Context: an optimization exercise on an open-source flow, tuned for small area, a short achievable clock period and few clock cycles per item. The choices shown serve that exercise and are no tape-out recipe. Only simulation tests tie the RTL to the original design; equivalence was not proved.

==> flow/design.v (outline; a module is shown in full before it is edited, if it fits) <==
// module wire_model: 281 lines
// module wm_sq16: 324 lines
// module wm_benc16: 29 lines
// module wm_ssdiff: 982 lines
// module wm_bsmul33x16: 874 lines
// module wm_bk32: 153 lines
// module wm_bk17: 80 lines
module wire_model (
    input  wire        clk,
    input  wire        rst,
    input  wire        cfg_we,
    input  wire [3:0]  cfg_ch,
    input  wire [15:0] cfg_k,
    input  wire [15:0] cfg_alpha,
    input  wire [15:0] cfg_tlim,
    input  wire        clr,
    input  wire [3:0]  clr_ch,
    input  wire        s_valid,
    output wire        s_ready,
    input  wire [3:0]  s_ch,
    input  wire [15:0] s_irms,
    input  wire [15:0] s_tref,
    output reg         r_valid,
    output reg  [3:0]  r_ch,
    output wire [31:0] r_dt,
    output reg  [16:0] r_temp,
    output reg         r_warn,
    output reg         r_latch,
    output reg         r_cool,
    output reg         r_trip
);
  // ...
==> flow/flow/run.sh <==
#!/bin/bash
# The standard layout (standard.sh: ORFS synthesis to finish), with two
# changes:
#  - ABC's area script (used with ABC_AREA=1) maps twice with a delay target
#    of 4000 ps ("map -D 4000", and the sizing steps too), so that ABC recovers area on paths faster than
#    that; everything else in the synthesis, and every register, is as in
#    the standard synthesis. The ORFS scripts are copied into abcscripts/
#    with only abc_area.script replaced.
#  - the port buffers are plain sky130_fd_sc_hd__buf_2 cells instead of the
#    delay cell the resizer picks by default; every port still gets its own
#    buffer.
# make's full output goes to standard.log here; ORFS keeps each step's log
# under orfs/logs/.
set -euo pipefail
rm -rf abcscripts
cp -r "$FLOW_HOME/scripts" abcscripts
printf 'strash\ndch -f\nmap -D 4000 -B 0.9\ntopo\nstime -c\nbuffer -c\nupsize -c -D 4000\ndnsize -c -D 4000\nstrash\ndch -f\nmap -D 4000 -B 0.9\ntopo\nstime -c\nbuffer -c\nupsize -c -D 4000\ndnsize -c -D 4000\n' > abcscripts/abc_area.script
export BUFFER_PORTS_ARGS="-buffer_cell sky130_fd_sc_hd__buf_2"
bash standard.sh SCRIPTS_DIR="$PWD/abcscripts" > standard.log 2>&1
==> flow/standard.sh <==
#!/bin/bash
# synth_recipe.tcl (not shown) runs the flow's synth.tcl, then flattens the netlist and writes it again
# the make line also repeats each setting of config.mk as NAME=value (left out here)
make -C /OpenROAD-flow-scripts/flow DESIGN_CONFIG=/design/flow/config.mk WORK_HOME=/design/flow/orfs CLKGATE_MAP_FILE= SYNTH_SCRIPT=/design/flow/synth_recipe.tcl "${@:-finish}"
==> flow/config.mk <==
export PLATFORM = sky130hd
export DESIGN_NAME = wire_model
export DESIGN_NICKNAME = wire_model
export VERILOG_FILES = /design/flow/design.v
export SDC_FILE = /design/flow/constraint.sdc
export NUM_CORES = 4
export LEC_CHECK = 0
export ABC_AREA = 1
export CAP_MARGIN = 20
export CORE_MARGIN = 2
export CORE_UTILIZATION = 65
export CTS_CLUSTER_DIAMETER = 80
export CTS_CLUSTER_SIZE = 26
export PLACE_DENSITY = 0.72
export SLEW_MARGIN = 20
==> flow/constraint.sdc <==
create_clock -name core_clock -period 33.0 [get_ports {clk}]
set_input_delay 6.6000 -clock core_clock [delete_from_list [all_inputs] [get_ports {clk}]]
set_output_delay 6.6000 -clock core_clock [all_outputs]
set_load 0.01 [all_outputs]
==> flow_metrics.py, run 1 <==
metrics = {
    "cells_and_area": {
        "nClkBuffers": 120,
        "final_common_cell": "dfxtp_1",
        "buffers": 229,
        "diodes": 8,
        "largest_register": "rd",
        "area_dominant_class": "multi-input combinational cells",
        "drive_gt1_share_pct": 4.60,
        "layout_common_cells": "1750 x dfxtp_1, 1592 x nand2_1, 1181 x inv_1",
        "inverters": 1202,
    },
    "floorplan": {
        "row_count": 132,
        "chipHeight_um": 364,
    },
    "routing": {
        "viasPerCell": 5.70,
        "wl_met2_um": 96700,
        "via_count": 61100,
    },
    "worst_setup_path": {
        "setup.worst_path.start": "r_valid",
        "critPathCapture": "r_valid",
    },
    "min_path": {
        "worstHoldPathCells": 0,
    },
    "logic_synthesis": {
        "synth-seq-cells": 1841,
        "synth_edf_count": 88,
        "syn-num-nets": 10100,
        "syn_avg_cell_area_um2": 9.26,
        "synth_warnings": 5,
    },
    "status": {
        "status": "finished clean",
    },
    "timing": {
        "tightest_slew_ns": 1.15,
        "drv_slew": 0,
    },
    "clock_network": {
        "cts_resized": 0,
    },
    "placement": {
        "dp_slack_ns": 25.50,
    },
    "global_route": {
        "grt_pass1_wl_um": 335000,
        "grt_max_degree": 98,
    },
}
Testbench counts, summed over its fixed seeds: cycles 16,424, samples 16,384.
==> run 2: changes to the inputs <==
--- a/flow/design.v
+++ b/flow/design.v
@@ -145,4 +145,5 @@
     wm_sq16 u_sq (.x(a_irms), .p(a_isq));
-    wire [26:0] a_kenc;               
+    wire [26:0] a_kenc, a_aenc;       
     wm_benc16 u_ke (.y(a_k), .e(a_kenc));
+    wm_benc16 u_ae (.y(a_alpha), .e(a_aenc));
     wire [16:0] a_margin;             
@@ -154,3 +155,4 @@
     reg [26:0] b_kenc;
-    reg [15:0] b_alpha, b_tref;
+    reg [26:0] b_aenc;
+    reg [15:0] b_tref;
     reg [16:0] b_margin;
@@ -179,3 +181,3 @@
         b_kenc   <= a_kenc;
-        b_alpha  <= a_alpha;
+        b_aenc   <= a_aenc;
         b_tref   <= a_tref;
@@ -187,3 +189,4 @@
     reg [32:0] c_diff;
-    reg [15:0] c_alpha, c_tref;
+    reg [26:0] c_aenc;
+    reg [15:0] c_tref;
     reg [16:0] c_margin;
@@ -194,3 +197,3 @@
         c_diff   <= b_diff;
-        c_alpha  <= b_alpha;
+        c_aenc   <= b_aenc;
         c_tref   <= b_tref;
@@ -199,3 +202,3 @@
     wire [48:0] c_prod;
-    wm_bsmul33x16 u_ma (.x(c_diff), .y(c_alpha), .p(c_prod));
+    wm_bsmul33e u_ma (.x(c_diff), .e(c_aenc), .p(c_prod));
     reg [24:0] e_step;
@@ -1616,344 +1619,317 @@
 endmodule
-module wm_bsmul33x16 (input wire [32:0] x, input wire [15:0] y, output wire [48:0] p);
-    wire neg0 = y[1];
-    wire one0 = y[0] ^ 1'b0;
-    wire two0 = (y[1] & ~y[0] & ~1'b0) | (~y[1] & y[0] & 1'b0);
-    wire neg1 = y[3];
-    wire one1 = y[2] ^ y[1];
-    wire two1 = (y[3] & ~y[2] & ~y[1]) | (~y[3] & y[2] & y[1]);
-    wire neg2 = y[5];
-    wire one2 = y[4] ^ y[3];
-    wire two2 = (y[5] & ~y[4] & ~y[3]) | (~y[5] & y[4] & y[3]);
-    wire neg3 = y[7];
-    wire one3 = y[6] ^ y[5];
-    wire two3 = (y[7] & ~y[6] & ~y[5]) | (~y[7] & y[6] & y[5]);
-    wire neg4 = y[9];
-    wire one4 = y[8] ^ y[7];
-    wire two4 = (y[9] & ~y[8] & ~y[7]) | (~y[9] & y[8] & y[7]);
-    wire neg5 = y[11];
-    wire one5 = y[10] ^ y[9];
-    wire two5 = (y[11] & ~y[10] & ~y[9]) | (~y[11] & y[10] & y[9]);
-    wire neg6 = y[13];
-    wire one6 = y[12] ^ y[11];
-    wire two6 = (y[13] & ~y[12] & ~y[11]) | (~y[13] & y[12] & y[11]);
-    wire neg7 = y[15];
-    wire one7 = y[14] ^ y[13];
-    wire two7 = (y[15] & ~y[14] & ~y[13]) | (~y[15] & y[14] & y[13]);
-    wire neg8 = 1'b0;
-    wire one8 = 1'b0 ^ y[15];
-    wire two8 = (1'b0 & ~1'b0 & ~y[15]) | (~1'b0 & 1'b0 & y[15]);
-    wire t1 = (((one0 & x[0]) | (two0 & 1'b0)) ^ neg0);
-    wire t2 = (((one0 & x[1]) | (two0 & x[0])) ^ neg0);
-    wire t3 = (((one0 & x[2]) | (two0 & x[1])) ^ neg0);
-    wire t4 = (((one0 & x[3]) | (two0 & x[2])) ^ neg0);
-    wire t5 = (((one0 & x[4]) | (two0 & x[3])) ^ neg0);
-    wire t6 = (((one0 & x[5]) | (two0 & x[4])) ^ neg0);
-    wire t7 = (((one0 & x[6]) | (two0 & x[5])) ^ neg0);
-    wire t8 = (((one0 & x[7]) | (two0 & x[6])) ^ neg0);
-    wire t9 = (((one0 & x[8]) | (two0 & x[7])) ^ neg0);
-    wire t10 = (((one0 & x[9]) | (two0 & x[8])) ^ neg0);
-    wire t11 = (((one0 & x[10]) | (two0 & x[9])) ^ neg0);
-    wire t12 = (((one0 & x[11]) | (two0 & x[10])) ^ neg0);
-    wire t13 = (((one0 & x[12]) | (two0 & x[11])) ^ neg0);
-    wire t14 = (((one0 & x[13]) | (two0 & x[12])) ^ neg0);
-    wire t15 = (((one0 & x[14]) | (two0 & x[13])) ^ neg0);
-    wire t16 = (((one0 & x[15]) | (two0 & x[14])) ^ neg0);
-    wire t17 = (((one0 & x[16]) | (two0 & x[15])) ^ neg0);
-    wire t18 = (((one0 & x[17]) | (two0 & x[16])) ^ neg0);
-    wire t19 = (((one0 & x[18]) | (two0 & x[17])) ^ neg0);
-    wire t20 = (((one0 & x[19]) | (two0 & x[18])) ^ neg0);
-    wire t21 = (((one0 & x[20]) | (two0 & x[19])) ^ neg0);
-    wire t22 = (((one0 & x[21]) | (two0 & x[20])) ^ neg0);
-    wire t23 = (((one0 & x[22]) | (two0 & x[21])) ^ neg0);
-    wire t24 = (((one0 & x[23]) | (two0 & x[22])) ^ neg0);
-    wire t25 = (((one0 & x[24]) | (two0 & x[23])) ^ neg0);
-    wire t26 = (((one0 & x[25]) | (two0 & x[24])) ^ neg0);
-    wire t27 = (((one0 & x[26]) | (two0 & x[25])) ^ neg0);
-    wire t28 = (((one0 & x[27]) | (two0 & x[26])) ^ neg0);
-    wire t29 = (((one0 & x[28]) | (two0 & x[27])) ^ neg0);
-    wire t30 = (((one0 & x[29]) | (two0 & x[28])) ^ neg0);
-    wire t31 = (((one0 & x[30]) | (two0 & x[29])) ^ neg0);
-    wire t32 = (((one0 & x[31]) | (two0 & x[30])) ^ neg0);
-    wire t33 = (((one0 & x[32]) | (two0 & x[31])) ^ neg0);
-    wire t34 = ~(((one0 & x[32]) | (two0 & x[32])) ^ neg0);
-    wire t35 = neg0;
-    wire t36 = (((one1 & x[0]) | (two1 & 1'b0)) ^ neg1);
-    wire t37 = (((one1 & x[1]) | (two1 & x[0])) ^ neg1);
-    wire t38 = (((one1 & x[2]) | (two1 & x[1])) ^ neg1);
-    wire t39 = (((one1 & x[3]) | (two1 & x[2])) ^ neg1);
-    wire t40 = (((one1 & x[4]) | (two1 & x[3])) ^ neg1);
-    wire t41 = (((one1 & x[5]) | (two1 & x[4])) ^ neg1);
-    wire t42 = (((one1 & x[6]) | (two1 & x[5])) ^ neg1);
-    wire t43 = (((one1 & x[7]) | (two1 & x[6])) ^ neg1);
-    wire t44 = (((one1 & x[8]) | (two1 & x[7])) ^ neg1);
-    wire t45 = (((one1 & x[9]) | (two1 & x[8])) ^ neg1);
-    wire t46 = (((one1 & x[10]) | (two1 & x[9])) ^ neg1);
-    wire t47 = (((one1 & x[11]) | (two1 & x[10])) ^ neg1);
-    wire t48 = (((one1 & x[12]) | (two1 & x[11])) ^ neg1);
-    wire t49 = (((one1 & x[13]) | (two1 & x[12])) ^ neg1);
-    wire t50 = (((one1 & x[14]) | (two1 & x[13])) ^ neg1);
-    wire t51 = (((one1 & x[15]) | (two1 & x[14])) ^ neg1);
-    wire t52 = (((one1 & x[16]) | (two1 & x[15])) ^ neg1);
-    wire t53 = (((one1 & x[17]) | (two1 & x[16])) ^ neg1);
-    wire t54 = (((one1 & x[18]) | (two1 & x[17])) ^ neg1);
-    wire t55 = (((one1 & x[19]) | (two1 & x[18])) ^ neg1);
-    wire t56 = (((one1 & x[20]) | (two1 & x[19])) ^ neg1);
-    wire t57 = (((one1 & x[21]) | (two1 & x[20])) ^ neg1);
-    wire t58 = (((one1 & x[22]) | (two1 & x[21])) ^ neg1);
-    wire t59 = (((one1 & x[23]) | (two1 & x[22])) ^ neg1);
-    wire t60 = (((one1 & x[24]) | (two1 & x[23])) ^ neg1);
-    wire t61 = (((one1 & x[25]) | (two1 & x[24])) ^ neg1);
-    wire t62 = (((one1 & x[26]) | (two1 & x[25])) ^ neg1);
-    wire t63 = (((one1 & x[27]) | (two1 & x[26])) ^ neg1);
-    wire t64 = (((one1 & x[28]) | (two1 & x[27])) ^ neg1);
-    wire t65 = (((one1 & x[29]) | (two1 & x[28])) ^ neg1);
-    wire t66 = (((one1 & x[30]) | (two1 & x[29])) ^ neg1);
-    wire t67 = (((one1 & x[31]) | (two1 & x[30])) ^ neg1);
-    wire t68 = (((one1 & x[32]) | (two1 & x[31])) ^ neg1);
-    wire t69 = ~(((one1 & x[32]) | (two1 & x[32])) ^ neg1);
-    wire t70 = neg1;
-    wire t71 = (((one2 & x[0]) | (two2 & 1'b0)) ^ neg2);
-    wire t72 = (((one2 & x[1]) | (two2 & x[0])) ^ neg2);
-    wire t73 = (((one2 & x[2]) | (two2 & x[1])) ^ neg2);
-    wire t74 = (((one2 & x[3]) | (two2 & x[2])) ^ neg2);
-    wire t75 = (((one2 & x[4]) | (two2 & x[3])) ^ neg2);
-    wire t76 = (((one2 & x[5]) | (two2 & x[4])) ^ neg2);
-    wire t77 = (((one2 & x[6]) | (two2 & x[5])) ^ neg2);
-    wire t78 = (((one2 & x[7]) | (two2 & x[6])) ^ neg2);
-    wire t79 = (((one2 & x[8]) | (two2 & x[7])) ^ neg2);
-    wire t80 = (((one2 & x[9]) | (two2 & x[8])) ^ neg2);
-    wire t81 = (((one2 & x[10]) | (two2 & x[9])) ^ neg2);
-    wire t82 = (((one2 & x[11]) | (two2 & x[10])) ^ neg2);
-    wire t83 = (((one2 & x[12]) | (two2 & x[11])) ^ neg2);
-    wire t84 = (((one2 & x[13]) | (two2 & x[12])) ^ neg2);
-    wire t85 = (((one2 & x[14]) | (two2 & x[13])) ^ neg2);
-    wire t86 = (((one2 & x[15]) | (two2 & x[14])) ^ neg2);
-    wire t87 = (((one2 & x[16]) | (two2 & x[15])) ^ neg2);
-    wire t88 = (((one2 & x[17]) | (two2 & x[16])) ^ neg2);
-    wire t89 = (((one2 & x[18]) | (two2 & x[17])) ^ neg2);
-    wire t90 = (((one2 & x[19]) | (two2 & x[18])) ^ neg2);
-    wire t91 = (((one2 & x[20]) | (two2 & x[19])) ^ neg2);
-    wire t92 = (((one2 & x[21]) | (two2 & x[20])) ^ neg2);
-    wire t93 = (((one2 & x[22]) | (two2 & x[21])) ^ neg2);
-    wire t94 = (((one2 & x[23]) | (two2 & x[22])) ^ neg2);
-    wire t95 = (((one2 & x[24]) | (two2 & x[23])) ^ neg2);
-    wire t96 = (((one2 & x[25]) | (two2 & x[24])) ^ neg2);
-    wire t97 = (((one2 & x[26]) | (two2 & x[25])) ^ neg2);
-    wire t98 = (((one2 & x[27]) | (two2 & x[26])) ^ neg2);
-    wire t99 = (((one2 & x[28]) | (two2 & x[27])) ^ neg2);
-    wire t100 = (((one2 & x[29]) | (two2 & x[28])) ^ neg2);
-    wire t101 = (((one2 & x[30]) | (two2 & x[29])) ^ neg2);
-    wire t102 = (((one2 & x[31]) | (two2 & x[30])) ^ neg2);
-    wire t103 = (((one2 & x[32]) | (two2 & x[31])) ^ neg2);
-    wire t104 = ~(((one2 & x[32]) | (two2 & x[32])) ^ neg2);
-    wire t105 = neg2;
-    wire t106 = (((one3 & x[0]) | (two3 & 1'b0)) ^ neg3);
-    wire t107 = (((one3 & x[1]) | (two3 & x[0])) ^ neg3);
-    wire t108 = (((one3 & x[2]) | (two3 & x[1])) ^ neg3);
-    wire t109 = (((one3 & x[3]) | (two3 & x[2])) ^ neg3);
-    wire t110 = (((one3 & x[4]) | (two3 & x[3])) ^ neg3);
-    wire t111 = (((one3 & x[5]) | (two3 & x[4])) ^ neg3);
-    wire t112 = (((one3 & x[6]) | (two3 & x[5])) ^ neg3);
-    wire t113 = (((one3 & x[7]) | (two3 & x[6])) ^ neg3);
-    wire t114 = (((one3 & x[8]) | (two3 & x[7])) ^ neg3);
-    wire t115 = (((one3 & x[9]) | (two3 & x[8])) ^ neg3);
-    wire t116 = (((one3 & x[10]) | (two3 & x[9])) ^ neg3);
-    wire t117 = (((one3 & x[11]) | (two3 & x[10])) ^ neg3);
-    wire t118 = (((one3 & x[12]) | (two3 & x[11])) ^ neg3);
-    wire t119 = (((one3 & x[13]) | (two3 & x[12])) ^ neg3);
-    wire t120 = (((one3 & x[14]) | (two3 & x[13])) ^ neg3);
-    wire t121 = (((one3 & x[15]) | (two3 & x[14])) ^ neg3);
-    wire t122 = (((one3 & x[16]) | (two3 & x[15])) ^ neg3);
-    wire t123 = (((one3 & x[17]) | (two3 & x[16])) ^ neg3);
-    wire t124 = (((one3 & x[18]) | (two3 & x[17])) ^ neg3);
-    wire t125 = (((one3 & x[19]) | (two3 & x[18])) ^ neg3);
-    wire t126 = (((one3 & x[20]) | (two3 & x[19])) ^ neg3);
-    wire t127 = (((one3 & x[21]) | (two3 & x[20])) ^ neg3);
-    wire t128 = (((one3 & x[22]) | (two3 & x[21])) ^ neg3);
-    wire t129 = (((one3 & x[23]) | (two3 & x[22])) ^ neg3);
-    wire t130 = (((one3 & x[24]) | (two3 & x[23])) ^ neg3);
-    wire t131 = (((one3 & x[25]) | (two3 & x[24])) ^ neg3);
-    wire t132 = (((one3 & x[26]) | (two3 & x[25])) ^ neg3);
-    wire t133 = (((one3 & x[27]) | (two3 & x[26])) ^ neg3);
-    wire t134 = (((one3 & x[28]) | (two3 & x[27])) ^ neg3);
-    wire t135 = (((one3 & x[29]) | (two3 & x[28])) ^ neg3);
-    wire t136 = (((one3 & x[30]) | (two3 & x[29])) ^ neg3);
-    wire t137 = (((one3 & x[31]) | (two3 & x[30])) ^ neg3);
-    wire t138 = (((one3 & x[32]) | (two3 & x[31])) ^ neg3);
-    wire t139 = ~(((one3 & x[32]) | (two3 & x[32])) ^ neg3);
-    wire t140 = neg3;
-    wire t141 = (((one4 & x[0]) | (two4 & 1'b0)) ^ neg4);
-    wire t142 = (((one4 & x[1]) | (two4 & x[0])) ^ neg4);
-    wire t143 = (((one4 & x[2]) | (two4 & x[1])) ^ neg4);
-    wire t144 = (((one4 & x[3]) | (two4 & x[2])) ^ neg4);
-    wire t145 = (((one4 & x[4]) | (two4 & x[3])) ^ neg4);
-    wire t146 = (((one4 & x[5]) | (two4 & x[4])) ^ neg4);
-    wire t147 = (((one4 & x[6]) | (two4 & x[5])) ^ neg4);
-    wire t148 = (((one4 & x[7]) | (two4 & x[6])) ^ neg4);
-    wire t149 = (((one4 & x[8]) | (two4 & x[7])) ^ neg4);
-    wire t150 = (((one4 & x[9]) | (two4 & x[8])) ^ neg4);
-    wire t151 = (((one4 & x[10]) | (two4 & x[9])) ^ neg4);
-    wire t152 = (((one4 & x[11]) | (two4 & x[10])) ^ neg4);
-    wire t153 = (((one4 & x[12]) | (two4 & x[11])) ^ neg4);
-    wire t154 = (((one4 & x[13]) | (two4 & x[12])) ^ neg4);
-    wire t155 = (((one4 & x[14]) | (two4 & x[13])) ^ neg4);
-    wire t156 = (((one4 & x[15]) | (two4 & x[14])) ^ neg4);
-    wire t157 = (((one4 & x[16]) | (two4 & x[15])) ^ neg4);
-    wire t158 = (((one4 & x[17]) | (two4 & x[16])) ^ neg4);
-    wire t159 = (((one4 & x[18]) | (two4 & x[17])) ^ neg4);
-    wire t160 = (((one4 & x[19]) | (two4 & x[18])) ^ neg4);
-    wire t161 = (((one4 & x[20]) | (two4 & x[19])) ^ neg4);
-    wire t162 = (((one4 & x[21]) | (two4 & x[20])) ^ neg4);
-    wire t163 = (((one4 & x[22]) | (two4 & x[21])) ^ neg4);
-    wire t164 = (((one4 & x[23]) | (two4 & x[22])) ^ neg4);
-    wire t165 = (((one4 & x[24]) | (two4 & x[23])) ^ neg4);
-    wire t166 = (((one4 & x[25]) | (two4 & x[24])) ^ neg4);
-    wire t167 = (((one4 & x[26]) | (two4 & x[25])) ^ neg4);
-    wire t168 = (((one4 & x[27]) | (two4 & x[26])) ^ neg4);
-    wire t169 = (((one4 & x[28]) | (two4 & x[27])) ^ neg4);
-    wire t170 = (((one4 & x[29]) | (two4 & x[28])) ^ neg4);
-    wire t171 = (((one4 & x[30]) | (two4 & x[29])) ^ neg4);
-    wire t172 = (((one4 & x[31]) | (two4 & x[30])) ^ neg4);
-    wire t173 = (((one4 & x[32]) | (two4 & x[31])) ^ neg4);
-    wire t174 = ~(((one4 & x[32]) | (two4 & x[32])) ^ neg4);
-    wire t175 = neg4;
-    wire t176 = (((one5 & x[0]) | (two5 & 1'b0)) ^ neg5);
-    wire t177 = (((one5 & x[1]) | (two5 & x[0])) ^ neg5);
-    wire t178 = (((one5 & x[2]) | (two5 & x[1])) ^ neg5);
-    wire t179 = (((one5 & x[3]) | (two5 & x[2])) ^ neg5);
-    wire t180 = (((one5 & x[4]) | (two5 & x[3])) ^ neg5);
-    wire t181 = (((one5 & x[5]) | (two5 & x[4])) ^ neg5);
-    wire t182 = (((one5 & x[6]) | (two5 & x[5])) ^ neg5);
-    wire t183 = (((one5 & x[7]) | (two5 & x[6])) ^ neg5);
-    wire t184 = (((one5 & x[8]) | (two5 & x[7])) ^ neg5);
-    wire t185 = (((one5 & x[9]) | (two5 & x[8])) ^ neg5);
-    wire t186 = (((one5 & x[10]) | (two5 & x[9])) ^ neg5);
-    wire t187 = (((one5 & x[11]) | (two5 & x[10])) ^ neg5);
-    wire t188 = (((one5 & x[12]) | (two5 & x[11])) ^ neg5);
-    wire t189 = (((one5 & x[13]) | (two5 & x[12])) ^ neg5);
-    wire t190 = (((one5 & x[14]) | (two5 & x[13])) ^ neg5);
-    wire t191 = (((one5 & x[15]) | (two5 & x[14])) ^ neg5);
-    wire t192 = (((one5 & x[16]) | (two5 & x[15])) ^ neg5);
-    wire t193 = (((one5 & x[17]) | (two5 & x[16])) ^ neg5);
-    wire t194 = (((one5 & x[18]) | (two5 & x[17])) ^ neg5);
-    wire t195 = (((one5 & x[19]) | (two5 & x[18])) ^ neg5);
-    wire t196 = (((one5 & x[20]) | (two5 & x[19])) ^ neg5);
-    wire t197 = (((one5 & x[21]) | (two5 & x[20])) ^ neg5);
-    wire t198 = (((one5 & x[22]) | (two5 & x[21])) ^ neg5);
-    wire t199 = (((one5 & x[23]) | (two5 & x[22])) ^ neg5);
-    wire t200 = (((one5 & x[24]) | (two5 & x[23])) ^ neg5);
-    wire t201 = (((one5 & x[25]) | (two5 & x[24])) ^ neg5);
-    wire t202 = (((one5 & x[26]) | (two5 & x[25])) ^ neg5);
-    wire t203 = (((one5 & x[27]) | (two5 & x[26])) ^ neg5);
-    wire t204 = (((one5 & x[28]) | (two5 & x[27])) ^ neg5);
-    wire t205 = (((one5 & x[29]) | (two5 & x[28])) ^ neg5);
-    wire t206 = (((one5 & x[30]) | (two5 & x[29])) ^ neg5);
-    wire t207 = (((one5 & x[31]) | (two5 & x[30])) ^ neg5);
-    wire t208 = (((one5 & x[32]) | (two5 & x[31])) ^ neg5);
-    wire t209 = ~(((one5 & x[32]) | (two5 & x[32])) ^ neg5);
-    wire t210 = neg5;
-    wire t211 = (((one6 & x[0]) | (two6 & 1'b0)) ^ neg6);
-    wire t212 = (((one6 & x[1]) | (two6 & x[0])) ^ neg6);
-    wire t213 = (((one6 & x[2]) | (two6 & x[1])) ^ neg6);
-    wire t214 = (((one6 & x[3]) | (two6 & x[2])) ^ neg6);
-    wire t215 = (((one6 & x[4]) | (two6 & x[3])) ^ neg6);
-    wire t216 = (((one6 & x[5]) | (two6 & x[4])) ^ neg6);
-    wire t217 = (((one6 & x[6]) | (two6 & x[5])) ^ neg6);
-    wire t218 = (((one6 & x[7]) | (two6 & x[6])) ^ neg6);
-    wire t219 = (((one6 & x[8]) | (two6 & x[7])) ^ neg6);
-    wire t220 = (((one6 & x[9]) | (two6 & x[8])) ^ neg6);
-    wire t221 = (((one6 & x[10]) | (two6 & x[9])) ^ neg6);
-    wire t222 = (((one6 & x[11]) | (two6 & x[10])) ^ neg6);
-    wire t223 = (((one6 & x[12]) | (two6 & x[11])) ^ neg6);
-    wire t224 = (((one6 & x[13]) | (two6 & x[12])) ^ neg6);
-    wire t225 = (((one6 & x[14]) | (two6 & x[13])) ^ neg6);
-    wire t226 = (((one6 & x[15]) | (two6 & x[14])) ^ neg6);
-    wire t227 = (((one6 & x[16]) | (two6 & x[15])) ^ neg6);
-    wire t228 = (((one6 & x[17]) | (two6 & x[16])) ^ neg6);
-    wire t229 = (((one6 & x[18]) | (two6 & x[17])) ^ neg6);
-    wire t230 = (((one6 & x[19]) | (two6 & x[18])) ^ neg6);
-    wire t231 = (((one6 & x[20]) | (two6 & x[19])) ^ neg6);
-    wire t232 = (((one6 & x[21]) | (two6 & x[20])) ^ neg6);
-    wire t233 = (((one6 & x[22]) | (two6 & x[21])) ^ neg6);
-    wire t234 = (((one6 & x[23]) | (two6 & x[22])) ^ neg6);
-    wire t235 = (((one6 & x[24]) | (two6 & x[23])) ^ neg6);
-    wire t236 = (((one6 & x[25]) | (two6 & x[24])) ^ neg6);
-    wire t237 = (((one6 & x[26]) | (two6 & x[25])) ^ neg6);
-    wire t238 = (((one6 & x[27]) | (two6 & x[26])) ^ neg6);
-    wire t239 = (((one6 & x[28]) | (two6 & x[27])) ^ neg6);
-    wire t240 = (((one6 & x[29]) | (two6 & x[28])) ^ neg6);
-    wire t241 = (((one6 & x[30]) | (two6 & x[29])) ^ neg6);
-    wire t242 = (((one6 & x[31]) | (two6 & x[30])) ^ neg6);
-    wire t243 = (((one6 & x[32]) | (two6 & x[31])) ^ neg6);
-    wire t244 = ~(((one6 & x[32]) | (two6 & x[32])) ^ neg6);
-    wire t245 = neg6;
-    wire t246 = (((one7 & x[0]) | (two7 & 1'b0)) ^ neg7);
-    wire t247 = (((one7 & x[1]) | (two7 & x[0])) ^ neg7);
-    wire t248 = (((one7 & x[2]) | (two7 & x[1])) ^ neg7);
-    wire t249 = (((one7 & x[3]) | (two7 & x[2])) ^ neg7);
-    wire t250 = (((one7 & x[4]) | (two7 & x[3])) ^ neg7);
-    wire t251 = (((one7 & x[5]) | (two7 & x[4])) ^ neg7);
-    wire t252 = (((one7 & x[6]) | (two7 & x[5])) ^ neg7);
-    wire t253 = (((one7 & x[7]) | (two7 & x[6])) ^ neg7);
-    wire t254 = (((one7 & x[8]) | (two7 & x[7])) ^ neg7);
-    wire t255 = (((one7 & x[9]) | (two7 & x[8])) ^ neg7);
-    wire t256 = (((one7 & x[10]) | (two7 & x[9])) ^ neg7);
-    wire t257 = (((one7 & x[11]) | (two7 & x[10])) ^ neg7);
-    wire t258 = (((one7 & x[12]) | (two7 & x[11])) ^ neg7);
-    wire t259 = (((one7 & x[13]) | (two7 & x[12])) ^ neg7);
-    wire t260 = (((one7 & x[14]) | (two7 & x[13])) ^ neg7);
-    wire t261 = (((one7 & x[15]) | (two7 & x[14])) ^ neg7);
-    wire t262 = (((one7 & x[16]) | (two7 & x[15])) ^ neg7);
-    wire t263 = (((one7 & x[17]) | (two7 & x[16])) ^ neg7);
-    wire t264 = (((one7 & x[18]) | (two7 & x[17])) ^ neg7);
-    wire t265 = (((one7 & x[19]) | (two7 & x[18])) ^ neg7);
-    wire t266 = (((one7 & x[20]) | (two7 & x[19])) ^ neg7);
-    wire t267 = (((one7 & x[21]) | (two7 & x[20])) ^ neg7);
-    wire t268 = (((one7 & x[22]) | (two7 & x[21])) ^ neg7);
-    wire t269 = (((one7 & x[23]) | (two7 & x[22])) ^ neg7);
-    wire t270 = (((one7 & x[24]) | (two7 & x[23])) ^ neg7);
-    wire t271 = (((one7 & x[25]) | (two7 & x[24])) ^ neg7);
-    wire t272 = (((one7 & x[26]) | (two7 & x[25])) ^ neg7);
-    wire t273 = (((one7 & x[27]) | (two7 & x[26])) ^ neg7);
-    wire t274 = (((one7 & x[28]) | (two7 & x[27])) ^ neg7);
-    wire t275 = (((one7 & x[29]) | (two7 & x[28])) ^ neg7);
-    wire t276 = (((one7 & x[30]) | (two7 & x[29])) ^ neg7);
-    wire t277 = (((one7 & x[31]) | (two7 & x[30])) ^ neg7);
-    wire t278 = (((one7 & x[32]) | (two7 & x[31])) ^ neg7);
-    wire t279 = ~(((one7 & x[32]) | (two7 & x[32])) ^ neg7);
-    wire t280 = neg7;
-    wire t281 = (((one8 & x[0]) | (two8 & 1'b0)) ^ neg8);
-    wire t282 = (((one8 & x[1]) | (two8 & x[0])) ^ neg8);
-    wire t283 = (((one8 & x[2]) | (two8 & x[1])) ^ neg8);
-    wire t284 = (((one8 & x[3]) | (two8 & x[2])) ^ neg8);
-    wire t285 = (((one8 & x[4]) | (two8 & x[3])) ^ neg8);
-    wire t286 = (((one8 & x[5]) | (two8 & x[4])) ^ neg8);
-    wire t287 = (((one8 & x[6]) | (two8 & x[5])) ^ neg8);
-    wire t288 = (((one8 & x[7]) | (two8 & x[6])) ^ neg8);
-    wire t289 = (((one8 & x[8]) | (two8 & x[7])) ^ neg8);
-    wire t290 = (((one8 & x[9]) | (two8 & x[8])) ^ neg8);
-    wire t291 = (((one8 & x[10]) | (two8 & x[9])) ^ neg8);
-    wire t292 = (((one8 & x[11]) | (two8 & x[10])) ^ neg8);
-    wire t293 = (((one8 & x[12]) | (two8 & x[11])) ^ neg8);
-    wire t294 = (((one8 & x[13]) | (two8 & x[12])) ^ neg8);
-    wire t295 = (((one8 & x[14]) | (two8 & x[13])) ^ neg8);
-    wire t296 = (((one8 & x[15]) | (two8 & x[14])) ^ neg8);
-    wire t297 = (((one8 & x[16]) | (two8 & x[15])) ^ neg8);
-    wire t298 = (((one8 & x[17]) | (two8 & x[16])) ^ neg8);
-    wire t299 = (((one8 & x[18]) | (two8 & x[17])) ^ neg8);
-    wire t300 = (((one8 & x[19]) | (two8 & x[18])) ^ neg8);
-    wire t301 = (((one8 & x[20]) | (two8 & x[19])) ^ neg8);
-    wire t302 = (((one8 & x[21]) | (two8 & x[20])) ^ neg8);
-    wire t303 = (((one8 & x[22]) | (two8 & x[21])) ^ neg8);
-    wire t304 = (((one8 & x[23]) | (two8 & x[22])) ^ neg8);
-    wire t305 = (((one8 & x[24]) | (two8 & x[23])) ^ neg8);
-    wire t306 = (((one8 & x[25]) | (two8 & x[24])) ^ neg8);
-    wire t307 = (((one8 & x[26]) | (two8 & x[25])) ^ neg8);
-    wire t308 = (((one8 & x[27]) | (two8 & x[26])) ^ neg8);
-    wire t309 = (((one8 & x[28]) | (two8 & x[27])) ^ neg8);
-    wire t310 = (((one8 & x[29]) | (two8 & x[28])) ^ neg8);
-    wire t311 = (((one8 & x[30]) | (two8 & x[29])) ^ neg8);
-    wire t312 = (((one8 & x[31]) | (two8 & x[30])) ^ neg8);
-    wire t313 = (((one8 & x[32]) | (two8 & x[31])) ^ neg8);
-    wire t314 = neg8;
+module wm_bsmul33e (input wire [32:0] x, input wire [26:0] e, output wire [48:0] p);
+    wire t1 = (((e[1] & x[0]) | (e[2] & 1'b0)) ^ e[0]);
+    wire t2 = (((e[1] & x[1]) | (e[2] & x[0])) ^ e[0]);
+    wire t3 = (((e[1] & x[2]) | (e[2] & x[1])) ^ e[0]);
+    wire t4 = (((e[1] & x[3]) | (e[2] & x[2])) ^ e[0]);
+    wire t5 = (((e[1] & x[4]) | (e[2] & x[3])) ^ e[0]);
+    wire t6 = (((e[1] & x[5]) | (e[2] & x[4])) ^ e[0]);
+    wire t7 = (((e[1] & x[6]) | (e[2] & x[5])) ^ e[0]);
+    wire t8 = (((e[1] & x[7]) | (e[2] & x[6])) ^ e[0]);
+    wire t9 = (((e[1] & x[8]) | (e[2] & x[7])) ^ e[0]);
+    wire t10 = (((e[1] & x[9]) | (e[2] & x[8])) ^ e[0]);
+    wire t11 = (((e[1] & x[10]) | (e[2] & x[9])) ^ e[0]);
+    wire t12 = (((e[1] & x[11]) | (e[2] & x[10])) ^ e[0]);
+    wire t13 = (((e[1] & x[12]) | (e[2] & x[11])) ^ e[0]);
+    wire t14 = (((e[1] & x[13]) | (e[2] & x[12])) ^ e[0]);
+    wire t15 = (((e[1] & x[14]) | (e[2] & x[13])) ^ e[0]);
+    wire t16 = (((e[1] & x[15]) | (e[2] & x[14])) ^ e[0]);
+    wire t17 = (((e[1] & x[16]) | (e[2] & x[15])) ^ e[0]);
+    wire t18 = (((e[1] & x[17]) | (e[2] & x[16])) ^ e[0]);
+    wire t19 = (((e[1] & x[18]) | (e[2] & x[17])) ^ e[0]);
+    wire t20 = (((e[1] & x[19]) | (e[2] & x[18])) ^ e[0]);
+    wire t21 = (((e[1] & x[20]) | (e[2] & x[19])) ^ e[0]);
+    wire t22 = (((e[1] & x[21]) | (e[2] & x[20])) ^ e[0]);
+    wire t23 = (((e[1] & x[22]) | (e[2] & x[21])) ^ e[0]);
+    wire t24 = (((e[1] & x[23]) | (e[2] & x[22])) ^ e[0]);
+    wire t25 = (((e[1] & x[24]) | (e[2] & x[23])) ^ e[0]);
+    wire t26 = (((e[1] & x[25]) | (e[2] & x[24])) ^ e[0]);
+    wire t27 = (((e[1] & x[26]) | (e[2] & x[25])) ^ e[0]);
+    wire t28 = (((e[1] & x[27]) | (e[2] & x[26])) ^ e[0]);
+    wire t29 = (((e[1] & x[28]) | (e[2] & x[27])) ^ e[0]);
+    wire t30 = (((e[1] & x[29]) | (e[2] & x[28])) ^ e[0]);
+    wire t31 = (((e[1] & x[30]) | (e[2] & x[29])) ^ e[0]);
+    wire t32 = (((e[1] & x[31]) | (e[2] & x[30])) ^ e[0]);
+    wire t33 = (((e[1] & x[32]) | (e[2] & x[31])) ^ e[0]);
+    wire t34 = ~(((e[1] & x[32]) | (e[2] & x[32])) ^ e[0]);
+    wire t35 = e[0];
+    wire t36 = (((e[4] & x[0]) | (e[5] & 1'b0)) ^ e[3]);
+    wire t37 = (((e[4] & x[1]) | (e[5] & x[0])) ^ e[3]);
+    wire t38 = (((e[4] & x[2]) | (e[5] & x[1])) ^ e[3]);
+    wire t39 = (((e[4] & x[3]) | (e[5] & x[2])) ^ e[3]);
+    wire t40 = (((e[4] & x[4]) | (e[5] & x[3])) ^ e[3]);
+    wire t41 = (((e[4] & x[5]) | (e[5] & x[4])) ^ e[3]);
+    wire t42 = (((e[4] & x[6]) | (e[5] & x[5])) ^ e[3]);
+    wire t43 = (((e[4] & x[7]) | (e[5] & x[6])) ^ e[3]);
+    wire t44 = (((e[4] & x[8]) | (e[5] & x[7])) ^ e[3]);
+    wire t45 = (((e[4] & x[9]) | (e[5] & x[8])) ^ e[3]);
+    wire t46 = (((e[4] & x[10]) | (e[5] & x[9])) ^ e[3]);
+    wire t47 = (((e[4] & x[11]) | (e[5] & x[10])) ^ e[3]);
+    wire t48 = (((e[4] & x[12]) | (e[5] & x[11])) ^ e[3]);
+    wire t49 = (((e[4] & x[13]) | (e[5] & x[12])) ^ e[3]);
+    wire t50 = (((e[4] & x[14]) | (e[5] & x[13])) ^ e[3]);
+    wire t51 = (((e[4] & x[15]) | (e[5] & x[14])) ^ e[3]);
+    wire t52 = (((e[4] & x[16]) | (e[5] & x[15])) ^ e[3]);
+    wire t53 = (((e[4] & x[17]) | (e[5] & x[16])) ^ e[3]);
+    wire t54 = (((e[4] & x[18]) | (e[5] & x[17])) ^ e[3]);
+    wire t55 = (((e[4] & x[19]) | (e[5] & x[18])) ^ e[3]);
+    wire t56 = (((e[4] & x[20]) | (e[5] & x[19])) ^ e[3]);
+    wire t57 = (((e[4] & x[21]) | (e[5] & x[20])) ^ e[3]);
+    wire t58 = (((e[4] & x[22]) | (e[5] & x[21])) ^ e[3]);
+    wire t59 = (((e[4] & x[23]) | (e[5] & x[22])) ^ e[3]);
+    wire t60 = (((e[4] & x[24]) | (e[5] & x[23])) ^ e[3]);
+    wire t61 = (((e[4] & x[25]) | (e[5] & x[24])) ^ e[3]);
+    wire t62 = (((e[4] & x[26]) | (e[5] & x[25])) ^ e[3]);
+    wire t63 = (((e[4] & x[27]) | (e[5] & x[26])) ^ e[3]);
+    wire t64 = (((e[4] & x[28]) | (e[5] & x[27])) ^ e[3]);
+    wire t65 = (((e[4] & x[29]) | (e[5] & x[28])) ^ e[3]);
+    wire t66 = (((e[4] & x[30]) | (e[5] & x[29])) ^ e[3]);
+    wire t67 = (((e[4] & x[31]) | (e[5] & x[30])) ^ e[3]);
+    wire t68 = (((e[4] & x[32]) | (e[5] & x[31])) ^ e[3]);
+    wire t69 = ~(((e[4] & x[32]) | (e[5] & x[32])) ^ e[3]);
+    wire t70 = e[3];
+    wire t71 = (((e[7] & x[0]) | (e[8] & 1'b0)) ^ e[6]);
+    wire t72 = (((e[7] & x[1]) | (e[8] & x[0])) ^ e[6]);
+    wire t73 = (((e[7] & x[2]) | (e[8] & x[1])) ^ e[6]);
+    wire t74 = (((e[7] & x[3]) | (e[8] & x[2])) ^ e[6]);
+    wire t75 = (((e[7] & x[4]) | (e[8] & x[3])) ^ e[6]);
+    wire t76 = (((e[7] & x[5]) | (e[8] & x[4])) ^ e[6]);
+    wire t77 = (((e[7] & x[6]) | (e[8] & x[5])) ^ e[6]);
+    wire t78 = (((e[7] & x[7]) | (e[8] & x[6])) ^ e[6]);
+    wire t79 = (((e[7] & x[8]) | (e[8] & x[7])) ^ e[6]);
+    wire t80 = (((e[7] & x[9]) | (e[8] & x[8])) ^ e[6]);
+    wire t81 = (((e[7] & x[10]) | (e[8] & x[9])) ^ e[6]);
+    wire t82 = (((e[7] & x[11]) | (e[8] & x[10])) ^ e[6]);
+    wire t83 = (((e[7] & x[12]) | (e[8] & x[11])) ^ e[6]);
+    wire t84 = (((e[7] & x[13]) | (e[8] & x[12])) ^ e[6]);
+    wire t85 = (((e[7] & x[14]) | (e[8] & x[13])) ^ e[6]);
+    wire t86 = (((e[7] & x[15]) | (e[8] & x[14])) ^ e[6]);
+    wire t87 = (((e[7] & x[16]) | (e[8] & x[15])) ^ e[6]);
+    wire t88 = (((e[7] & x[17]) | (e[8] & x[16])) ^ e[6]);
+    wire t89 = (((e[7] & x[18]) | (e[8] & x[17])) ^ e[6]);
+    wire t90 = (((e[7] & x[19]) | (e[8] & x[18])) ^ e[6]);
+    wire t91 = (((e[7] & x[20]) | (e[8] & x[19])) ^ e[6]);
+    wire t92 = (((e[7] & x[21]) | (e[8] & x[20])) ^ e[6]);
+    wire t93 = (((e[7] & x[22]) | (e[8] & x[21])) ^ e[6]);
+    wire t94 = (((e[7] & x[23]) | (e[8] & x[22])) ^ e[6]);
+    wire t95 = (((e[7] & x[24]) | (e[8] & x[23])) ^ e[6]);
+    wire t96 = (((e[7] & x[25]) | (e[8] & x[24])) ^ e[6]);
+    wire t97 = (((e[7] & x[26]) | (e[8] & x[25])) ^ e[6]);
+    wire t98 = (((e[7] & x[27]) | (e[8] & x[26])) ^ e[6]);
+    wire t99 = (((e[7] & x[28]) | (e[8] & x[27])) ^ e[6]);
+    wire t100 = (((e[7] & x[29]) | (e[8] & x[28])) ^ e[6]);
+    wire t101 = (((e[7] & x[30]) | (e[8] & x[29])) ^ e[6]);
+    wire t102 = (((e[7] & x[31]) | (e[8] & x[30])) ^ e[6]);
+    wire t103 = (((e[7] & x[32]) | (e[8] & x[31])) ^ e[6]);
+    wire t104 = ~(((e[7] & x[32]) | (e[8] & x[32])) ^ e[6]);
+    wire t105 = e[6];
+    wire t106 = (((e[10] & x[0]) | (e[11] & 1'b0)) ^ e[9]);
+    wire t107 = (((e[10] & x[1]) | (e[11] & x[0])) ^ e[9]);
+    wire t108 = (((e[10] & x[2]) | (e[11] & x[1])) ^ e[9]);
+    wire t109 = (((e[10] & x[3]) | (e[11] & x[2])) ^ e[9]);
+    wire t110 = (((e[10] & x[4]) | (e[11] & x[3])) ^ e[9]);
+    wire t111 = (((e[10] & x[5]) | (e[11] & x[4])) ^ e[9]);
+    wire t112 = (((e[10] & x[6]) | (e[11] & x[5])) ^ e[9]);
+    wire t113 = (((e[10] & x[7]) | (e[11] & x[6])) ^ e[9]);
+    wire t114 = (((e[10] & x[8]) | (e[11] & x[7])) ^ e[9]);
+    wire t115 = (((e[10] & x[9]) | (e[11] & x[8])) ^ e[9]);
+    wire t116 = (((e[10] & x[10]) | (e[11] & x[9])) ^ e[9]);
+    wire t117 = (((e[10] & x[11]) | (e[11] & x[10])) ^ e[9]);
+    wire t118 = (((e[10] & x[12]) | (e[11] & x[11])) ^ e[9]);
+    wire t119 = (((e[10] & x[13]) | (e[11] & x[12])) ^ e[9]);
+    wire t120 = (((e[10] & x[14]) | (e[11] & x[13])) ^ e[9]);
+    wire t121 = (((e[10] & x[15]) | (e[11] & x[14])) ^ e[9]);
+    wire t122 = (((e[10] & x[16]) | (e[11] & x[15])) ^ e[9]);
+    wire t123 = (((e[10] & x[17]) | (e[11] & x[16])) ^ e[9]);
+    wire t124 = (((e[10] & x[18]) | (e[11] & x[17])) ^ e[9]);
+    wire t125 = (((e[10] & x[19]) | (e[11] & x[18])) ^ e[9]);
+    wire t126 = (((e[10] & x[20]) | (e[11] & x[19])) ^ e[9]);
+    wire t127 = (((e[10] & x[21]) | (e[11] & x[20])) ^ e[9]);
+    wire t128 = (((e[10] & x[22]) | (e[11] & x[21])) ^ e[9]);
+    wire t129 = (((e[10] & x[23]) | (e[11] & x[22])) ^ e[9]);
+    wire t130 = (((e[10] & x[24]) | (e[11] & x[23])) ^ e[9]);
+    wire t131 = (((e[10] & x[25]) | (e[11] & x[24])) ^ e[9]);
+    wire t132 = (((e[10] & x[26]) | (e[11] & x[25])) ^ e[9]);
+    wire t133 = (((e[10] & x[27]) | (e[11] & x[26])) ^ e[9]);
+    wire t134 = (((e[10] & x[28]) | (e[11] & x[27])) ^ e[9]);
+    wire t135 = (((e[10] & x[29]) | (e[11] & x[28])) ^ e[9]);
+    wire t136 = (((e[10] & x[30]) | (e[11] & x[29])) ^ e[9]);
+    wire t137 = (((e[10] & x[31]) | (e[11] & x[30])) ^ e[9]);
+    wire t138 = (((e[10] & x[32]) | (e[11] & x[31])) ^ e[9]);
+    wire t139 = ~(((e[10] & x[32]) | (e[11] & x[32])) ^ e[9]);
+    wire t140 = e[9];
+    wire t141 = (((e[13] & x[0]) | (e[14] & 1'b0)) ^ e[12]);
+    wire t142 = (((e[13] & x[1]) | (e[14] & x[0])) ^ e[12]);
+    wire t143 = (((e[13] & x[2]) | (e[14] & x[1])) ^ e[12]);
+    wire t144 = (((e[13] & x[3]) | (e[14] & x[2])) ^ e[12]);
+    wire t145 = (((e[13] & x[4]) | (e[14] & x[3])) ^ e[12]);
+    wire t146 = (((e[13] & x[5]) | (e[14] & x[4])) ^ e[12]);
+    wire t147 = (((e[13] & x[6]) | (e[14] & x[5])) ^ e[12]);
+    wire t148 = (((e[13] & x[7]) | (e[14] & x[6])) ^ e[12]);
+    wire t149 = (((e[13] & x[8]) | (e[14] & x[7])) ^ e[12]);
+    wire t150 = (((e[13] & x[9]) | (e[14] & x[8])) ^ e[12]);
+    wire t151 = (((e[13] & x[10]) | (e[14] & x[9])) ^ e[12]);
+    wire t152 = (((e[13] & x[11]) | (e[14] & x[10])) ^ e[12]);
+    wire t153 = (((e[13] & x[12]) | (e[14] & x[11])) ^ e[12]);
+    wire t154 = (((e[13] & x[13]) | (e[14] & x[12])) ^ e[12]);
+    wire t155 = (((e[13] & x[14]) | (e[14] & x[13])) ^ e[12]);
+    wire t156 = (((e[13] & x[15]) | (e[14] & x[14])) ^ e[12]);
+    wire t157 = (((e[13] & x[16]) | (e[14] & x[15])) ^ e[12]);
+    wire t158 = (((e[13] & x[17]) | (e[14] & x[16])) ^ e[12]);
+    wire t159 = (((e[13] & x[18]) | (e[14] & x[17])) ^ e[12]);
+    wire t160 = (((e[13] & x[19]) | (e[14] & x[18])) ^ e[12]);
+    wire t161 = (((e[13] & x[20]) | (e[14] & x[19])) ^ e[12]);
+    wire t162 = (((e[13] & x[21]) | (e[14] & x[20])) ^ e[12]);
+    wire t163 = (((e[13] & x[22]) | (e[14] & x[21])) ^ e[12]);
+    wire t164 = (((e[13] & x[23]) | (e[14] & x[22])) ^ e[12]);
+    wire t165 = (((e[13] & x[24]) | (e[14] & x[23])) ^ e[12]);
+    wire t166 = (((e[13] & x[25]) | (e[14] & x[24])) ^ e[12]);
+    wire t167 = (((e[13] & x[26]) | (e[14] & x[25])) ^ e[12]);
+    wire t168 = (((e[13] & x[27]) | (e[14] & x[26])) ^ e[12]);
+    wire t169 = (((e[13] & x[28]) | (e[14] & x[27])) ^ e[12]);
+    wire t170 = (((e[13] & x[29]) | (e[14] & x[28])) ^ e[12]);
+    wire t171 = (((e[13] & x[30]) | (e[14] & x[29])) ^ e[12]);
+    wire t172 = (((e[13] & x[31]) | (e[14] & x[30])) ^ e[12]);
+    wire t173 = (((e[13] & x[32]) | (e[14] & x[31])) ^ e[12]);
+    wire t174 = ~(((e[13] & x[32]) | (e[14] & x[32])) ^ e[12]);
+    wire t175 = e[12];
+    wire t176 = (((e[16] & x[0]) | (e[17] & 1'b0)) ^ e[15]);
+    wire t177 = (((e[16] & x[1]) | (e[17] & x[0])) ^ e[15]);
+    wire t178 = (((e[16] & x[2]) | (e[17] & x[1])) ^ e[15]);
+    wire t179 = (((e[16] & x[3]) | (e[17] & x[2])) ^ e[15]);
+    wire t180 = (((e[16] & x[4]) | (e[17] & x[3])) ^ e[15]);
+    wire t181 = (((e[16] & x[5]) | (e[17] & x[4])) ^ e[15]);
+    wire t182 = (((e[16] & x[6]) | (e[17] & x[5])) ^ e[15]);
+    wire t183 = (((e[16] & x[7]) | (e[17] & x[6])) ^ e[15]);
+    wire t184 = (((e[16] & x[8]) | (e[17] & x[7])) ^ e[15]);
+    wire t185 = (((e[16] & x[9]) | (e[17] & x[8])) ^ e[15]);
+    wire t186 = (((e[16] & x[10]) | (e[17] & x[9])) ^ e[15]);
+    wire t187 = (((e[16] & x[11]) | (e[17] & x[10])) ^ e[15]);
+    wire t188 = (((e[16] & x[12]) | (e[17] & x[11])) ^ e[15]);
+    wire t189 = (((e[16] & x[13]) | (e[17] & x[12])) ^ e[15]);
+    wire t190 = (((e[16] & x[14]) | (e[17] & x[13])) ^ e[15]);
+    wire t191 = (((e[16] & x[15]) | (e[17] & x[14])) ^ e[15]);
+    wire t192 = (((e[16] & x[16]) | (e[17] & x[15])) ^ e[15]);
+    wire t193 = (((e[16] & x[17]) | (e[17] & x[16])) ^ e[15]);
+    wire t194 = (((e[16] & x[18]) | (e[17] & x[17])) ^ e[15]);
+    wire t195 = (((e[16] & x[19]) | (e[17] & x[18])) ^ e[15]);
+    wire t196 = (((e[16] & x[20]) | (e[17] & x[19])) ^ e[15]);
+    wire t197 = (((e[16] & x[21]) | (e[17] & x[20])) ^ e[15]);
+    wire t198 = (((e[16] & x[22]) | (e[17] & x[21])) ^ e[15]);
+    wire t199 = (((e[16] & x[23]) | (e[17] & x[22])) ^ e[15]);
+    wire t200 = (((e[16] & x[24]) | (e[17] & x[23])) ^ e[15]);
+    wire t201 = (((e[16] & x[25]) | (e[17] & x[24])) ^ e[15]);
+    wire t202 = (((e[16] & x[26]) | (e[17] & x[25])) ^ e[15]);
+    wire t203 = (((e[16] & x[27]) | (e[17] & x[26])) ^ e[15]);
+    wire t204 = (((e[16] & x[28]) | (e[17] & x[27])) ^ e[15]);
+    wire t205 = (((e[16] & x[29]) | (e[17] & x[28])) ^ e[15]);
+    wire t206 = (((e[16] & x[30]) | (e[17] & x[29])) ^ e[15]);
+    wire t207 = (((e[16] & x[31]) | (e[17] & x[30])) ^ e[15]);
+    wire t208 = (((e[16] & x[32]) | (e[17] & x[31])) ^ e[15]);
+    wire t209 = ~(((e[16] & x[32]) | (e[17] & x[32])) ^ e[15]);
+    wire t210 = e[15];
+    wire t211 = (((e[19] & x[0]) | (e[20] & 1'b0)) ^ e[18]);
+    wire t212 = (((e[19] & x[1]) | (e[20] & x[0])) ^ e[18]);
+    wire t213 = (((e[19] & x[2]) | (e[20] & x[1])) ^ e[18]);
+    wire t214 = (((e[19] & x[3]) | (e[20] & x[2])) ^ e[18]);
+    wire t215 = (((e[19] & x[4]) | (e[20] & x[3])) ^ e[18]);
+    wire t216 = (((e[19] & x[5]) | (e[20] & x[4])) ^ e[18]);
+    wire t217 = (((e[19] & x[6]) | (e[20] & x[5])) ^ e[18]);
+    wire t218 = (((e[19] & x[7]) | (e[20] & x[6])) ^ e[18]);
+    wire t219 = (((e[19] & x[8]) | (e[20] & x[7])) ^ e[18]);
+    wire t220 = (((e[19] & x[9]) | (e[20] & x[8])) ^ e[18]);
+    wire t221 = (((e[19] & x[10]) | (e[20] & x[9])) ^ e[18]);
+    wire t222 = (((e[19] & x[11]) | (e[20] & x[10])) ^ e[18]);
+    wire t223 = (((e[19] & x[12]) | (e[20] & x[11])) ^ e[18]);
+    wire t224 = (((e[19] & x[13]) | (e[20] & x[12])) ^ e[18]);
+    wire t225 = (((e[19] & x[14]) | (e[20] & x[13])) ^ e[18]);
+    wire t226 = (((e[19] & x[15]) | (e[20] & x[14])) ^ e[18]);
+    wire t227 = (((e[19] & x[16]) | (e[20] & x[15])) ^ e[18]);
+    wire t228 = (((e[19] & x[17]) | (e[20] & x[16])) ^ e[18]);
+    wire t229 = (((e[19] & x[18]) | (e[20] & x[17])) ^ e[18]);
+    wire t230 = (((e[19] & x[19]) | (e[20] & x[18])) ^ e[18]);
+    wire t231 = (((e[19] & x[20]) | (e[20] & x[19])) ^ e[18]);
+    wire t232 = (((e[19] & x[21]) | (e[20] & x[20])) ^ e[18]);
+    wire t233 = (((e[19] & x[22]) | (e[20] & x[21])) ^ e[18]);
+    wire t234 = (((e[19] & x[23]) | (e[20] & x[22])) ^ e[18]);
+    wire t235 = (((e[19] & x[24]) | (e[20] & x[23])) ^ e[18]);
+    wire t236 = (((e[19] & x[25]) | (e[20] & x[24])) ^ e[18]);
+    wire t237 = (((e[19] & x[26]) | (e[20] & x[25])) ^ e[18]);
+    wire t238 = (((e[19] & x[27]) | (e[20] & x[26])) ^ e[18]);
+    wire t239 = (((e[19] & x[28]) | (e[20] & x[27])) ^ e[18]);
+    wire t240 = (((e[19] & x[29]) | (e[20] & x[28])) ^ e[18]);
+    wire t241 = (((e[19] & x[30]) | (e[20] & x[29])) ^ e[18]);
+    wire t242 = (((e[19] & x[31]) | (e[20] & x[30])) ^ e[18]);
+    wire t243 = (((e[19] & x[32]) | (e[20] & x[31])) ^ e[18]);
+    wire t244 = ~(((e[19] & x[32]) | (e[20] & x[32])) ^ e[18]);
+    wire t245 = e[18];
+    wire t246 = (((e[22] & x[0]) | (e[23] & 1'b0)) ^ e[21]);
+    wire t247 = (((e[22] & x[1]) | (e[23] & x[0])) ^ e[21]);
+    wire t248 = (((e[22] & x[2]) | (e[23] & x[1])) ^ e[21]);
+    wire t249 = (((e[22] & x[3]) | (e[23] & x[2])) ^ e[21]);
+    wire t250 = (((e[22] & x[4]) | (e[23] & x[3])) ^ e[21]);
+    wire t251 = (((e[22] & x[5]) | (e[23] & x[4])) ^ e[21]);
+    wire t252 = (((e[22] & x[6]) | (e[23] & x[5])) ^ e[21]);
+    wire t253 = (((e[22] & x[7]) | (e[23] & x[6])) ^ e[21]);
+    wire t254 = (((e[22] & x[8]) | (e[23] & x[7])) ^ e[21]);
+    wire t255 = (((e[22] & x[9]) | (e[23] & x[8])) ^ e[21]);
+    wire t256 = (((e[22] & x[10]) | (e[23] & x[9])) ^ e[21]);
+    wire t257 = (((e[22] & x[11]) | (e[23] & x[10])) ^ e[21]);
+    wire t258 = (((e[22] & x[12]) | (e[23] & x[11])) ^ e[21]);
+    wire t259 = (((e[22] & x[13]) | (e[23] & x[12])) ^ e[21]);
+    wire t260 = (((e[22] & x[14]) | (e[23] & x[13])) ^ e[21]);
+    wire t261 = (((e[22] & x[15]) | (e[23] & x[14])) ^ e[21]);
+    wire t262 = (((e[22] & x[16]) | (e[23] & x[15])) ^ e[21]);
+    wire t263 = (((e[22] & x[17]) | (e[23] & x[16])) ^ e[21]);
+    wire t264 = (((e[22] & x[18]) | (e[23] & x[17])) ^ e[21]);
+    wire t265 = (((e[22] & x[19]) | (e[23] & x[18])) ^ e[21]);
+    wire t266 = (((e[22] & x[20]) | (e[23] & x[19])) ^ e[21]);
+    wire t267 = (((e[22] & x[21]) | (e[23] & x[20])) ^ e[21]);
+    wire t268 = (((e[22] & x[22]) | (e[23] & x[21])) ^ e[21]);
+    wire t269 = (((e[22] & x[23]) | (e[23] & x[22])) ^ e[21]);
+    wire t270 = (((e[22] & x[24]) | (e[23] & x[23])) ^ e[21]);
+    wire t271 = (((e[22] & x[25]) | (e[23] & x[24])) ^ e[21]);
+    wire t272 = (((e[22] & x[26]) | (e[23] & x[25])) ^ e[21]);
+    wire t273 = (((e[22] & x[27]) | (e[23] & x[26])) ^ e[21]);
+    wire t274 = (((e[22] & x[28]) | (e[23] & x[27])) ^ e[21]);
+    wire t275 = (((e[22] & x[29]) | (e[23] & x[28])) ^ e[21]);
+    wire t276 = (((e[22] & x[30]) | (e[23] & x[29])) ^ e[21]);
+    wire t277 = (((e[22] & x[31]) | (e[23] & x[30])) ^ e[21]);
+    wire t278 = (((e[22] & x[32]) | (e[23] & x[31])) ^ e[21]);
+    wire t279 = ~(((e[22] & x[32]) | (e[23] & x[32])) ^ e[21]);
+    wire t280 = e[21];
+    wire t281 = (((e[25] & x[0]) | (e[26] & 1'b0)) ^ e[24]);
+    wire t282 = (((e[25] & x[1]) | (e[26] & x[0])) ^ e[24]);
+    wire t283 = (((e[25] & x[2]) | (e[26] & x[1])) ^ e[24]);
+    wire t284 = (((e[25] & x[3]) | (e[26] & x[2])) ^ e[24]);
+    wire t285 = (((e[25] & x[4]) | (e[26] & x[3])) ^ e[24]);
+    wire t286 = (((e[25] & x[5]) | (e[26] & x[4])) ^ e[24]);
+    wire t287 = (((e[25] & x[6]) | (e[26] & x[5])) ^ e[24]);
+    wire t288 = (((e[25] & x[7]) | (e[26] & x[6])) ^ e[24]);
+    wire t289 = (((e[25] & x[8]) | (e[26] & x[7])) ^ e[24]);
+    wire t290 = (((e[25] & x[9]) | (e[26] & x[8])) ^ e[24]);
+    wire t291 = (((e[25] & x[10]) | (e[26] & x[9])) ^ e[24]);
+    wire t292 = (((e[25] & x[11]) | (e[26] & x[10])) ^ e[24]);
+    wire t293 = (((e[25] & x[12]) | (e[26] & x[11])) ^ e[24]);
+    wire t294 = (((e[25] & x[13]) | (e[26] & x[12])) ^ e[24]);
+    wire t295 = (((e[25] & x[14]) | (e[26] & x[13])) ^ e[24]);
+    wire t296 = (((e[25] & x[15]) | (e[26] & x[14])) ^ e[24]);
+    wire t297 = (((e[25] & x[16]) | (e[26] & x[15])) ^ e[24]);
+    wire t298 = (((e[25] & x[17]) | (e[26] & x[16])) ^ e[24]);
+    wire t299 = (((e[25] & x[18]) | (e[26] & x[17])) ^ e[24]);
+    wire t300 = (((e[25] & x[19]) | (e[26] & x[18])) ^ e[24]);
+    wire t301 = (((e[25] & x[20]) | (e[26] & x[19])) ^ e[24]);
+    wire t302 = (((e[25] & x[21]) | (e[26] & x[20])) ^ e[24]);
+    wire t303 = (((e[25] & x[22]) | (e[26] & x[21])) ^ e[24]);
+    wire t304 = (((e[25] & x[23]) | (e[26] & x[22])) ^ e[24]);
+    wire t305 = (((e[25] & x[24]) | (e[26] & x[23])) ^ e[24]);
+    wire t306 = (((e[25] & x[25]) | (e[26] & x[24])) ^ e[24]);
+    wire t307 = (((e[25] & x[26]) | (e[26] & x[25])) ^ e[24]);
+    wire t308 = (((e[25] & x[27]) | (e[26] & x[26])) ^ e[24]);
+    wire t309 = (((e[25] & x[28]) | (e[26] & x[27])) ^ e[24]);
+    wire t310 = (((e[25] & x[29]) | (e[26] & x[28])) ^ e[24]);
+    wire t311 = (((e[25] & x[30]) | (e[26] & x[29])) ^ e[24]);
+    wire t312 = (((e[25] & x[31]) | (e[26] & x[30])) ^ e[24]);
+    wire t313 = (((e[25] & x[32]) | (e[26] & x[31])) ^ e[24]);
+    wire t314 = e[24];
     wire t315, t316;
==> flow/flow/run.sh (replaced) <==
#!/bin/bash
# The standard layout (standard.sh: ORFS synthesis to finish), with two
# changes:
#  - ABC's area script (used with ABC_AREA=1) maps for area with "map -a"
#    after "dch -f"; everything else in the synthesis, and every register,
#    is as in the standard synthesis. The ORFS scripts are copied into
#    abcscripts/ with only abc_area.script replaced.
#  - the port buffers are plain sky130_fd_sc_hd__buf_2 cells instead of the
#    delay cell the resizer picks by default; every port still gets its own
#    buffer.
# make's full output goes to standard.log here; ORFS keeps each step's log
# under orfs/logs/.
set -euo pipefail
rm -rf abcscripts
cp -r "$FLOW_HOME/scripts" abcscripts
printf 'strash\ndch -f\nmap -a -B 0.9\ntopo\nstime -c\nbuffer -c\nupsize -c\ndnsize -c\n' > abcscripts/abc_area.script
export BUFFER_PORTS_ARGS="-buffer_cell sky130_fd_sc_hd__buf_2"
bash standard.sh SCRIPTS_DIR="$PWD/abcscripts" > standard.log 2>&1
==> flow_metrics.py, run 2 <==
metrics = {
    "status": {
        "status": "finished clean",
    },
    "global_route": {
        "grt_max_degree": 98,
        "grt-ovfl-total": 0,
        "gr-usage-all-layers_pct": 32.9,
        "grt_pass1_wl_um": 339000,
        "antenna_found_initial": 4,
        "grt_pass1_vias": 59300,
    },
    "routing": {
        "drt_iter0_markers": 5780,
        "drc": 0,
        "wl_per_cell_um": 20.6,
        "viasPerCell": 5.72,
        "via_count": 60500,
        "ant_nets": 0,
        "drtPass1Iterations": 6,
        "wirelength_um": 218000,
    },
    "timing": {
        "rsz0062_at_grt": "false",
        "finalSetupViolations": 0,
        "min_period_ns": 8.03,
        "max_freq_mhz": 125,
        "setup_tns_ns": 0,
        "hold_viol": 0,
        "slew_headroom_pct": 26.0,
        "drv_slew": 0,
        "finalClockSkew_ns": 0.0361,
        "tightest_slew_ns": 1.10,
        "period_share_pct": 24.3,
    },
    "cells_and_area": {
        "largest_reg_flops": 512,
        "layout_common_cells": "1768 x dfxtp_1, 1203 x inv_1, 1162 x nand2_1",
        "drive_gt1_share_pct": 4.80,
        "final_common_cell": "dfxtp_1",
        "fin_cells": 10600,
        "largest_register": "rd",
        "nets": 9798,
        "syn_to_final_growth_pct": 5.63,
        "fin_area_mm2": 0.0893,
        "final_core_util_pct": 69.1,
    },
    "floorplan": {
        "ioPinCount": 156,
        "chipHeight_um": 365,
        "die_area_mm2": 0.133,
        "die_x_um": 365,
        "start_util_pct": 65.4,
        "core_mm2": 0.129,
        "row_count": 132,
    },
    "placement": {
        "dp.cells": 10400,
        "io_buffers": 155,
        "place_hpwl_um": 150000,
        "gp_congestion": 0.976,
        "placed_cell_area_mm2": 0.0863,
    },
    "worst_setup_path": {
        "critical_path.max_fanout": 4,
        "startpoint_type": "flop",
        "critPathKind": "reg -> reg",
        "slowest_delay_ns": 0.82,
        "worstPathRequired_ns": 33.65,
        "crit_path_end_kind": "flop",
        "slowest_stage": "o21ai_0",
        "timing.critical_path.arrival_ns": 8.68,
    },
    "logic_synthesis": {
        "syn_avg_cell_area_um2": 9.43,
        "synth_common_cells": "1769 x dfxtp_1, 1205 x inv_1, 1178 x nand2_1",
        "yosys.area.top_type_share_pct": 41.9,
        "synth.most_common_cell": "dfxtp_1",
        "netlist_instances": 8965,
        "synthesis.area_mm2": 0.0846,
        "synth_cell_types": 69,
        "synth-seq-cells": 1857,
        "ys.flop_type": "dfxtp_1",
        "synth_edf_count": 88,
        "ys_seq_area_share_pct": 45.0,
        "synth_warnings": 5,
        "async_flop_share_pct": 0,
        "syn-num-nets": 9980,
        "synth.largest_area_cell": "dfxtp_1",
        "synth_area_leaders": "dfxtp_1 42%, fa_1 14%, xor2_1 6.6%, o21ai_0 5.6%, inv_1 5.3%",
    },
    "clock_network": {
        "postCtsSetupRepairBufs": 0,
        "cts_root_buffer": "clkbuf_16",
        "cts_buffers": 92,
        "clk_pin_slew_ns": 0.10,
        "cts_hold_buf": 0,
        "cts_resized": 0,
        "cts_tree": "yes",
        "clk_latency_ns": 0.73,
        "cts_sinks": 1857,
        "cts_max_level": 3,
        "clock_tree.buffer_depth": 3,
    },
    "flow_run": {
        "cap_violations": 0,
    },
    "min_path": {
        "hold_path_class": "reg -> reg",
    },
}
[run 2: cell types whose count changed in the layout (fill, tap and decap cells not counted), sizes merged, moves of 12 or more]
cell,change
nand3,-57
nand2,-423
dfxtp,+16
o22ai,-22
or2,-12
inv,+34
nor2,+187
a22oi,+15
o21ai,+17
a21oi,+16
xor2,+54
o211ai,+54
[run 2: cells by family (layout without fill, tap and decap cells)]
family | after synthesis | after routing | share of synthesized area [%]
AOI/OAI and AO/OA | 1934 | 1934 | 12.9
DFF | 1857 | 1857 | 45.0
and+or+nand+nor | 1831 | 1831 | 8.56
buffers and inverters | 1742 | 1613 | 7.75
adders and majority gates | 918 | 918 | 18.7
xor gates and xnor gates | 679 | 679 | 7.03
muxes | 4 | 4 | 0.0503
other | 0 | 1 | 0
[run 2: cell type report]
| class | count | area, um^2 |
|---|---|---|
| Antenna cell | 1 | 2.50 |
| Clock buffer | 122 | 2440 |
| Clock inverter | 25 | 415 |
| Fill cell | 10300 | 40000 |
| Inverter | 1239 | 4650 |
| Multi-Input combinational cell | 5366 | 40200 |
| Sequential cell | 1857 | 38100 |
| Tap cell | 1742 | 2180 |
| Timing Repair Buffer | 227 | 1380 |
[run 2: final timing paths]
check	start	to	slack (ns)	cells after the start
worst max register to register	rd[3][6]	cool[3]	24.97	34
worst min register to register	rd[9][14]	rd[10][14]	0.31	0
worst min-delay path	rd[9][14]	rd[10][14]	0.31	0
worst max-delay path	rd[3][6]	cool[3]	24.97	34
[run 2: worst max-delay path, delay by kind of cell (launching register included)]
family,cells,cell delay (ns)
AOI/OAI and AO/OA,14,3.31
xor gates and xnor gates,1,0.42
adders and majority gates,3,1.08
buffers and inverters,5,0.59
DFF,1,0.33
and+or+nand+nor,11,2.22
[run 2: layer usage]
metal	global-route usage [%]	vias to the layer above	part of all wire [%]
met5	0	-	0.0087
met4	14.8	4	4.9
met3	5.16	524	7.6
met2	52.4	2437	45
met1	44.5	29200	42
li1	-	28300	-
[run 2: through the flow]
stage / setup WS [ns] / hold WS [ns]
global placement: 25.40 / 0.310
floorplan: 24.78 / 0.310
detailed placement: 25.18 / 0.312
CTS: 24.99 / 0.317
global route: 24.44 / 0.307
finish: 24.97 / 0.310
Testbench counts of run 2, summed over its fixed seeds: cycles 16,424, samples 16,384.

[port drivers added, routing unchanged]
No port has a modelled driver above. Below, the same layouts with a new extraction and two added sets of constraints.
Step 1 (the two cells are an assumption about what drives the block):
set clk [get_ports {clk}]
set_driving_cell -lib_cell sky130_fd_sc_hd__clkbuf_16 $clk
set_driving_cell -lib_cell sky130_fd_sc_hd__buf_2 [delete_from_list [all_inputs] $clk]
Step 2, shift: input delay + t, output delay - t, t = (earliest + latest rising clock arrival at the registers) / 2. This alone moves slack from input paths to output paths.
a / b / c = ideal ports / drivers / drivers and shift; a / b = the first two.
| run | shift t [ns] | setup WS [ns] | worst register clock-pin slew, ns |
|---|---|---|---|
| run 1 | 0.806 | 25.142 / 25.064 / 25.455 | 0.10 / 0.10 |
| run 2 | 0.794 | 24.971 / 24.948 / 24.971 | 0.10 / 0.10 |
After both steps setup and hold are still met in every run listed.
